Background: an optimization exercise with open tools, aiming at small area, a short achievable clock period and few clock cycles per item. Do not read the settings as production practice. In this exercise RTL edits were held to simulation tests only and were not proved equivalent to the original.

## lake_mx_enc
module lake_mx_enc (
    input  wire         clk,
    input  wire         rst,         
    input  wire         in_valid,
    output wire         in_ready,
    input  wire [3:0]   in_fmt,      
    input  wire         in_ovf,      
    input  wire [511:0] in_vals,     
    input  wire [31:0]  in_stain,    
    output reg          out_valid,
    output wire [7:0]   out_scale,
    output wire [255:0] out_data,
    output wire [5:0]   out_novf
);
Size: ~14000 cells after synthesis, about 1400 flip-flops, ~820 I/O pins.
export LEC_CHECK = 0
export ABC_AREA = 1
export ABC_CLOCK_PERIOD_IN_PS = 30000
export CAP_MARGIN = 30
export CORE_MARGIN = 2
export CORE_UTILIZATION = 40
export CTS_BUF_LIST = sky130_fd_sc_hd__clkbuf_16
export CTS_CLUSTER_DIAMETER = 120
export CTS_CLUSTER_SIZE = 25
export SLEW_MARGIN = 50
create_clock -name core_clock -period 50.0 [get_ports {clk}]
standard.sh (not shown) runs the stock make flow with config.mk's settings and CLKGATE_MAP_FILE= SYNTH_SCRIPT=/design/flow/synth_recipe.tcl, a recipe that flattens the netlist after the stock synthesis.
==> flow/flow/run.sh <==
#!/bin/bash
# Layout flow: the standard flow (standard.sh, all steps) with these
# changes to how the layout is made:
#  - the buffers that placement puts on the ports are sky130_fd_sc_hd__buf_1
#    rather than the resizer's default pick (every port still gets one);
#  - before detailed placement (pre_dpl.tcl), an output port whose register
#    sits far from it gets its buffer moved next to the register and made
#    sky130_fd_sc_hd__buf_4 (move_obuf.tcl), and output registers still far
#    from their port's buffer get the stronger flip-flop of the same kind
#    (upsize_out.tcl); the other output port buffers are made
#    sky130_fd_sc_hd__buf_2 (obuf2.tcl).
# standard.sh's output goes to standard.log; ORFS keeps each step's log
# under orfs/logs.
set -euo pipefail
export BUFFER_PORTS_ARGS="-buffer_cell sky130_fd_sc_hd__buf_1"
export PRE_DETAIL_PLACE_TCL="$PWD/flow/pre_dpl.tcl"
bash standard.sh > standard.log 2>&1
Other scripts of this flow, unchanged in this note and not shown: flow/flow/move_obuf.tcl, flow/flow/obuf2.tcl, flow/flow/pre_dpl.tcl, flow/flow/upsize_out.tcl
The starting point finished with timing, DRC and antenna clean.
Testbench counts at the start, summed over its fixed seeds: cycles 8,024, items 8,000.
Change:
CTS_BUF_LIST = default   (was sky130_fd_sc_hd__clkbuf_16)
CTS_CLUSTER_DIAMETER = 100   (was 120)
SLEW_MARGIN = 60   (was 50)
The changed run ran to the end with no violations.
Cell count rose by 0.41%.
Wire length hardly moves.
Area after synthesis is unchanged.

* * *

== red ==
Starting RTL as in the previous note.
## lake_mx_enc
module lake_mx_enc (
    input  wire         clk,
    input  wire         rst,         
    input  wire         in_valid,
    output wire         in_ready,
    input  wire [3:0]   in_fmt,      
    input  wire         in_ovf,      
    input  wire [511:0] in_vals,     
    input  wire [31:0]  in_stain,    
    output reg          out_valid,
    output wire [7:0]   out_scale,
    output wire [255:0] out_data,
    output wire [5:0]   out_novf
);
==> flow/config.mk <==
export PLATFORM = sky130hd
export DESIGN_NAME = lake_mx_enc
export DESIGN_NICKNAME = lake_mx_enc
export VERILOG_FILES = /design/flow/design.v
export SDC_FILE = /design/flow/constraint.sdc
export NUM_CORES = 8
export LEC_CHECK = 0
export ABC_AREA = 1
export ABC_CLOCK_PERIOD_IN_PS = 30000
export CAP_MARGIN = 30
export CORE_MARGIN = 2
export CORE_UTILIZATION = 40
export CTS_BUF_LIST = sky130_fd_sc_hd__clkbuf_16
export CTS_CLUSTER_DIAMETER = 120
export CTS_CLUSTER_SIZE = 25
export PLACE_DENSITY = 0.75
export SLEW_MARGIN = 45
==> flow/constraint.sdc <==
create_clock -name core_clock -period 50.0 [get_ports {clk}]
set_input_delay 10.0000 -clock core_clock [delete_from_list [all_inputs] [get_ports {clk}]]
set_output_delay 10.0000 -clock core_clock [all_outputs]
set_load 0.01 [all_outputs]
==> flow/flow/obuf2.tcl <==
# Output port buffers still sky130_fd_sc_hd__buf_1 are made
# sky130_fd_sc_hd__buf_2: the outputs are due before the next clock edge.
set db_ [ord::get_db]
set blk_ [ord::get_db_block]
set b2_ [$db_ findMaster sky130_fd_sc_hd__buf_2]
set n_ 0
foreach bt [$blk_ getBTerms] {
  if {[$bt getIoType] ne "OUTPUT"} { continue }
  foreach it [[$bt getNet] getITerms] {
    set buf [$it getInst]
    if {[[$buf getMaster] getName] eq "sky130_fd_sc_hd__buf_1"} {
      $buf swapMaster $b2_
      incr n_
    }
  }
}
puts "obuf2: $n_ output port buffers made sky130_fd_sc_hd__buf_2"
==> flow/flow/pre_dpl.tcl <==
# Run before detailed placement (PRE_DETAIL_PLACE_TCL): shorten the paths
# from the output registers to the ports.
set flow_dir_ [file dirname [file normalize [info script]]]
source $flow_dir_/move_obuf.tcl
source $flow_dir_/upsize_out.tcl
source $flow_dir_/obuf2.tcl
Scripts as last shown in full above: flow/flow/run.sh
Other scripts of this flow, unchanged in this note and not shown: flow/flow/move_obuf.tcl, flow/flow/upsize_out.tcl
Testbench counts of red, summed over its fixed seeds: cycles 8,024, items 8,000.
Modified inputs, blue compared to red
- PLACE_DENSITY removed (was 0.75)
Findings:
- Total number of vias, red and blue: higher on red
- Going from red to blue, maximum frequency saw little to no change, cell area after synthesis saw little to no change.
## Diff of input files: green against blue
- CTS_BUF_LIST no longer set, was sky130_fd_sc_hd__clkbuf_16
- SLEW_MARGIN now 60, was 45
- CTS_CLUSTER_DIAMETER now 100, was 120
--- a/flow/flow/run.sh
+++ b/flow/flow/run.sh
@@ -10,2 +10 @@
-#    (upsize_out.tcl); the other output port buffers are made
-#    sky130_fd_sc_hd__buf_2 (obuf2.tcl).
+#    (upsize_out.tcl).
--- a/flow/flow/pre_dpl.tcl
+++ b/flow/flow/pre_dpl.tcl
@@ -1 +1 @@
-# Run before detailed placement (PRE_DETAIL_PLACE_TCL): shorten the paths
+# Run before detailed placement (PRE_DETAIL_PLACE_TCL): shorten the wires
@@ -6 +5,0 @@
-source $flow_dir_/obuf2.tcl
removed: flow/flow/obuf2.tcl
==> summary.txt <==
blue | stages: all done | timing, DRC, antenna: all pass
Both conditions hold for green: the flow ran to the end and the final layout passed the timing, design-rule and antenna checks.
As far as worst hold slack is concerned, blue and green perform about the same.
For the register-to-register slack, green came in 0.37 ns higher than blue did.
green has less setup slack than blue.
As far as number of enable flip-flop cells after synthesis goes, blue and green are indistinguishable; the numbers are identical.
Via count sits higher in green than in blue.
Diff blue -> green: clock skew now larger; utilization of the core after routing +0.78 points.
Inputs modified between green and orange:
- swapping 60 for 50 in SLEW_MARGIN
--- a/flow/flow/run.sh
+++ b/flow/flow/run.sh
@@ -10 +10,2 @@
-#    (upsize_out.tcl).
+#    (upsize_out.tcl); the other output port buffers are made
+#    sky130_fd_sc_hd__buf_2 (obuf2.tcl).
==> flow/flow/obuf2.tcl (new file) <==
# Output port buffers still sky130_fd_sc_hd__buf_1 are made
# sky130_fd_sc_hd__buf_2: the outputs are due before the next clock edge.
set db_ [ord::get_db]
set blk_ [ord::get_db_block]
set b2_ [$db_ findMaster sky130_fd_sc_hd__buf_2]
set n_ 0
foreach bt [$blk_ getBTerms] {
  if {[$bt getIoType] ne "OUTPUT"} { continue }
  foreach it [[$bt getNet] getITerms] {
    set buf [$it getInst]
    if {[[$buf getMaster] getName] eq "sky130_fd_sc_hd__buf_1"} {
      $buf swapMaster $b2_
      incr n_
    }
  }
}
puts "obuf2: $n_ output port buffers made sky130_fd_sc_hd__buf_2"
--- a/flow/flow/pre_dpl.tcl
+++ b/flow/flow/pre_dpl.tcl
@@ -1 +1 @@
-# Run before detailed placement (PRE_DETAIL_PLACE_TCL): shorten the wires
+# Run before detailed placement (PRE_DETAIL_PLACE_TCL): shorten the paths
@@ -5,0 +6 @@
+source $flow_dir_/obuf2.tcl
[compare] base=green new=orange: antenna diode count lost about 8%, overall global routing resource usage neither gained nor lost much, length of routed met3 wiring neither gained nor lost much, number of placed instances with taps included neither gained nor lost much.
Between green and orange, final core utilization decreased.
Number of vias in the routed layout, orange vs green: down slightly
Compare green and orange | final design instance area without fill higher: green
First-pass GRT wire length: orange vs green, no meaningful difference
Smallest hold slack: green vs orange, no meaningful difference
[inputs] purple vs orange
- an added CTS_BUF_LIST of sky130_fd_sc_hd__clkbuf_16
- a change of SLEW_MARGIN from 50 to 55
- a change of CTS_CLUSTER_DIAMETER from 100 to 120
## What came out
purple finished every step from synthesis to the final layout, and the layout passed the timing, design-rule and antenna checks. Looking at clock period minus worst slack, purple sits 0.015 ns above orange. Delta(worst setup slack after layout, purple - orange) < 0. Status: routed length on met1 parity (orange, purple). Of the two candidates, orange has the better register-to-register slack and purple the worse one. purple and orange ended up with nearly the same sequential share of layout area.

* * *

lane 1:
Another version of the RTL of lake_mx_enc (not shown whole).
Size in the first run: roughly 1400 flip-flops.
==> flow/config.mk <==
export PLATFORM = sky130hd
export DESIGN_NAME = lake_mx_enc
export DESIGN_NICKNAME = lake_mx_enc
export VERILOG_FILES = /design/flow/design.v
export SDC_FILE = /design/flow/constraint.sdc
export NUM_CORES = 8
export LEC_CHECK = 0
export ABC_AREA = 1
export ABC_CLOCK_PERIOD_IN_PS = 30000
export CAP_MARGIN = 30
export CORE_MARGIN = 2
export CORE_UTILIZATION = 55
export CTS_CLUSTER_DIAMETER = 100
export CTS_CLUSTER_SIZE = 25
export PLACE_DENSITY = 0.68
export SLEW_MARGIN = 20
==> flow/constraint.sdc <==
create_clock -name core_clock -period 50.0 [get_ports {clk}]
set_input_delay 10.0000 -clock core_clock [delete_from_list [all_inputs] [get_ports {clk}]]
set_output_delay 10.0000 -clock core_clock [all_outputs]
set_load 0.01 [all_outputs]
==> flow/flow/run.sh <==
#!/bin/bash
# Layout flow: the standard flow (standard.sh, all steps), with the
# buffers that placement puts on the ports made from sky130_fd_sc_hd__buf_1
# rather than the resizer's default pick. Every port still gets its buffer.
set -euo pipefail
export BUFFER_PORTS_ARGS="-buffer_cell sky130_fd_sc_hd__buf_1"
bash standard.sh > standard.log 2>&1
Lane 1 finished all stages; the layout is clean.
Testbench counts of lane 1, summed over its fixed seeds: cycles 8,024, items 8,000.
Here is what was changed in the inputs of lane 2 compared with lane 1.
- swapping 20 for 60 in SLEW_MARGIN
- swapping 55 for 40 in CORE_UTILIZATION
- clearing PLACE_DENSITY, which used to be 0.68
==> flow/flow/run.sh <==
#!/bin/bash
# Layout flow: the standard flow (standard.sh, all steps) with two
# changes to how the layout is made:
#  - the buffers that placement puts on the ports are sky130_fd_sc_hd__buf_1
#    rather than the resizer's default pick (every port still gets one);
#  - before detailed placement, output registers left far from their port's
#    buffer are given the stronger flip-flop of the same kind (upsize_out.tcl).
set -euo pipefail
export BUFFER_PORTS_ARGS="-buffer_cell sky130_fd_sc_hd__buf_1"
export PRE_DETAIL_PLACE_TCL="$PWD/flow/upsize_out.tcl"
bash standard.sh > standard.log 2>&1
==> flow/flow/upsize_out.tcl (new file) <==
# Output registers whose Q net is long get a stronger flip-flop of the same
# kind (sky130_fd_sc_hd__dfxtp_4): each drives its port's buffer over that wire.
set db_ [ord::get_db]
set blk_ [ord::get_db_block]
set strong_ [$db_ findMaster sky130_fd_sc_hd__dfxtp_4]
set dbu_ [$blk_ getDbUnitsPerMicron]
set n_ 0
foreach inst [$blk_ getInsts] {
  set name [$inst getName]
  if {![string match "o_*" $name] && ![string match "out_valid*" $name]} { continue }
  if {[[$inst getMaster] getName] ne "sky130_fd_sc_hd__dfxtp_1"} { continue }
  set net [[$inst findITerm Q] getNet]
  set xs {}; set ys {}
  foreach it [$net getITerms] {
    set loc [[$it getInst] getLocation]
    lappend xs [lindex $loc 0]; lappend ys [lindex $loc 1]
  }
  foreach bt [$net getBTerms] {
    set bb [$bt getBBox]
    lappend xs [$bb xMin]; lappend ys [$bb yMin]
  }
  set hp [expr {([tcl::mathfunc::max {*}$xs] - [tcl::mathfunc::min {*}$xs] + [tcl::mathfunc::max {*}$ys] - [tcl::mathfunc::min {*}$ys]) / double($dbu_)}]
  if {$hp > 40.0} {
    $inst swapMaster $strong_
    incr n_
  }
}
puts "upsize_out: $n_ output flip-flops made sky130_fd_sc_hd__dfxtp_4"
Results
Worst setup slack, lane 2 and lane 1: smaller value in lane 1
Number of violations of the max-capacitance limit: lane 2 vs lane 1 identical
Sort lane 2 and lane 1 by non-clock buffer count, descending, and lane 2 comes first.
Taking lane 1 as the reference, in lane 2 overall routed net length shows no meaningful change; layout buffering overhead excluding clock cells went up.

port drivers added, routing unchanged:
The flow's constraints put no driver on any port. The routed layouts listed below were extracted and timed again, unchanged, in two steps. Step 1 sets driving cells, clkbuf_16 on the clock port and buf_2 on the other inputs (assumed; they add their load-dependent delay and slew). Step 2, shift: input delay + t, output delay - t, t = (earliest + latest rising clock arrival at the registers) / 2. This alone moves slack from input paths to output paths. Slacks: ideal / step 1 / step 2; pairs: ideal / step 1.
run	shift t [ns]	setup slack, ns	cell pins on the clock port's net
the first run of note 1	0.891	38.717 / 38.616 / 39.173	1
the second run of note 1	0.880	38.705 / 38.603 / 39.215	1
red	0.903	38.671 / 38.571 / 38.704	1
blue	0.909	38.681 / 38.578 / 38.926	1
green	0.888	38.639 / 38.539 / 39.141	1
orange	0.882	38.708 / 38.606 / 39.244	1
purple	0.911	38.693 / 38.592 / 39.050	1
lane 1	0.906	38.206 / 38.104 / 38.411	1
lane 2	0.930	38.426 / 38.322 / 39.070	1
After both steps setup and hold are still met in every run listed.
